Background: an optimization exercise with open tools, aiming at small area, a short achievable clock period and few clock cycles per item. Do not read the settings as production practice. In this exercise RTL edits were held to simulation tests only and were not proved equivalent to the original. No activity file was given, so power comes from the tool's default toggle rates.

// gate_fit
module gate_fit (
    input  wire         clk,
    input  wire         rst,
    input  wire         in_valid,
    output wire         in_ready,
    input  wire [31:0]  n,
    input  wire [79:0]  t1,
    input  wire [111:0] t2,
    output wire         out_valid,
    output wire [63:0]  p,
    output wire [63:0]  a,
    output wire [63:0]  f
);
export LEC_CHECK = 0
export CAP_MARGIN = 20
export CORE_MARGIN = 2
export CORE_UTILIZATION = 50
export CTS_CLUSTER_DIAMETER = 100
export CTS_CLUSTER_SIZE = 25
export PLACE_DENSITY = 0.65
export SETUP_SLACK_MARGIN = 5
export SLEW_MARGIN = 20
create_clock -name core_clock -period 10.0 [get_ports {clk}]
run.sh (not shown) runs the stock make flow with config.mk's settings and CLKGATE_MAP_FILE= SYNTH_SCRIPT=/design/flow/synth_recipe.tcl, a recipe that flattens the netlist after the stock synthesis.
Testbench counts at the start, summed over its fixed seeds: cycles 7,096, items 192.
==> next run, changes <==
==> flow/flow/run.sh (new file) <==
#!/bin/bash
# The standard layout (the standard.sh, every step unchanged), except that
# the port buffers that global placement inserts on every input and output are
# the platform's smallest buffer, buf_1, instead of the automatically chosen one.
set -euo pipefail
cd "$(dirname "$0")/.."
bash standard.sh "BUFFER_PORTS_ARGS=-buffer_cell sky130_fd_sc_hd__buf_1" finish > standard_make.log 2>&1
==> flow/standard.sh (new file) <==
#!/bin/bash
# synth_recipe.tcl (not shown) runs the flow's synth.tcl, then flattens the netlist and writes it again
# the make line also repeats each setting of config.mk as NAME=value (left out here)
make -C /OpenROAD-flow-scripts/flow DESIGN_CONFIG=/design/flow/config.mk WORK_HOME=/design/flow/orfs CLKGATE_MAP_FILE= SYNTH_SCRIPT=/design/flow/synth_recipe.tcl "${@:-finish}"
- CORE_UTILIZATION: 50 -> 45
- PLACE_DENSITY: 0.65 -> 0.55
removed: flow/run.sh
=> The changed run completed with no timing, DRC or antenna violations; worst setup slack gets better by 0.075 ns; worst hold slack gets better by 0.013 ns; synthesized cell count does not change; final area decreases by 1.3%; power hardly moves; register-to-register slack gets better by 0.08 ns; critical path depth increases by 3; die area increases by 11%; sequential power is about the same; global-route usage decreases by 2.4 points.

---

gate_fit, a different RTL version from the one above (not shown whole).
Size in the first run: roughly 8400 cells after synthesis, roughly 1400 flip-flops, roughly 420 I/O pins, roughly 77000 um2 of cells after synthesis.
export LEC_CHECK = 0
export CAP_MARGIN = 20
export CORE_MARGIN = 2
export CORE_UTILIZATION = 50
export CTS_CLUSTER_DIAMETER = 100
export CTS_CLUSTER_SIZE = 25
export PLACE_DENSITY = 0.65
export SETUP_SLACK_MARGIN = 5
export SLEW_MARGIN = 20
create_clock -name core_clock -period 10.0 [get_ports {clk}]
standard.sh (not shown) runs the stock make flow with config.mk's settings and CLKGATE_MAP_FILE= SYNTH_SCRIPT=/design/flow/synth_recipe.tcl, a recipe that flattens the netlist after the stock synthesis.
==> flow/flow/run.sh <==
#!/bin/bash
# The standard layout (the standard.sh, every step unchanged), except that
# the port buffers that global placement inserts on every input and output are
# the platform's smallest buffer, buf_1, instead of the automatically chosen one.
set -euo pipefail
cd "$(dirname "$0")/.."
bash standard.sh "BUFFER_PORTS_ARGS=-buffer_cell sky130_fd_sc_hd__buf_1" finish > standard_make.log 2>&1
The first run finished with timing, DRC and antenna clean.
Testbench counts at the start, summed over its fixed seeds: cycles 13,160, items 192.
Edit:
==> flow/run.sh (new file) <==
#!/bin/bash
# synth_recipe.tcl (not shown) runs the flow's synth.tcl, then flattens the netlist and writes it again
# the make line also repeats each setting of config.mk as NAME=value (left out here)
make -C /OpenROAD-flow-scripts/flow DESIGN_CONFIG=/design/flow/config.mk WORK_HOME=/design/flow/orfs CLKGATE_MAP_FILE= SYNTH_SCRIPT=/design/flow/synth_recipe.tcl finish
- CORE_UTILIZATION: 50 -> 60
- PLACE_DENSITY: 0.65 -> 0.75
removed: flow/flow/run.sh
removed: flow/standard.sh
After rerunning:
- The new run finished with timing, DRC and antenna clean
- critical path depth grows by 3
- worst setup slack degrades by 0.065 ns
- cell count shrinks by a few percent
- routed wire length shrinks slightly
- design area grows by a few percent
- combinational power grows by a few percent
- flip-flop and latch count does not change
- synthesized area does not change
- synthesized cell count does not change

==> separate check: timing with driven ports <==
In the flow no input, the clock included, has a driving cell. The finished layouts below were timed again as built, in two steps. Step 1 assumes that a clkbuf_16 drives the clock port and a buf_2 every other input. Step 2 also shifts input and output timing later by t, the mid clock arrival at the registers, as if the neighbouring blocks saw the same clock. Slacks: no drivers / after step 1 / after step 2; pairs: no drivers / after step 1.
run	shift t [ns]	setup slack, ns	latest minus earliest clock arrival (ns)
the first run of note 1	0.951	4.965 / 4.965 / 4.523	0.057 / 0.058
the second run of note 1	0.966	5.040 / 4.997 / 4.920	0.090 / 0.090
the first run of note 2	0.802	4.943 / 4.943 / 4.550	0.049 / 0.049
the second run of note 2	0.810	4.878 / 4.878 / 4.465	0.045 / 0.044
After both steps every run listed still meets setup and hold. For the first run of note 1, which loses most, drivers alone change the setup slack by 0.000 ns; drivers and shift together by -0.442 ns.
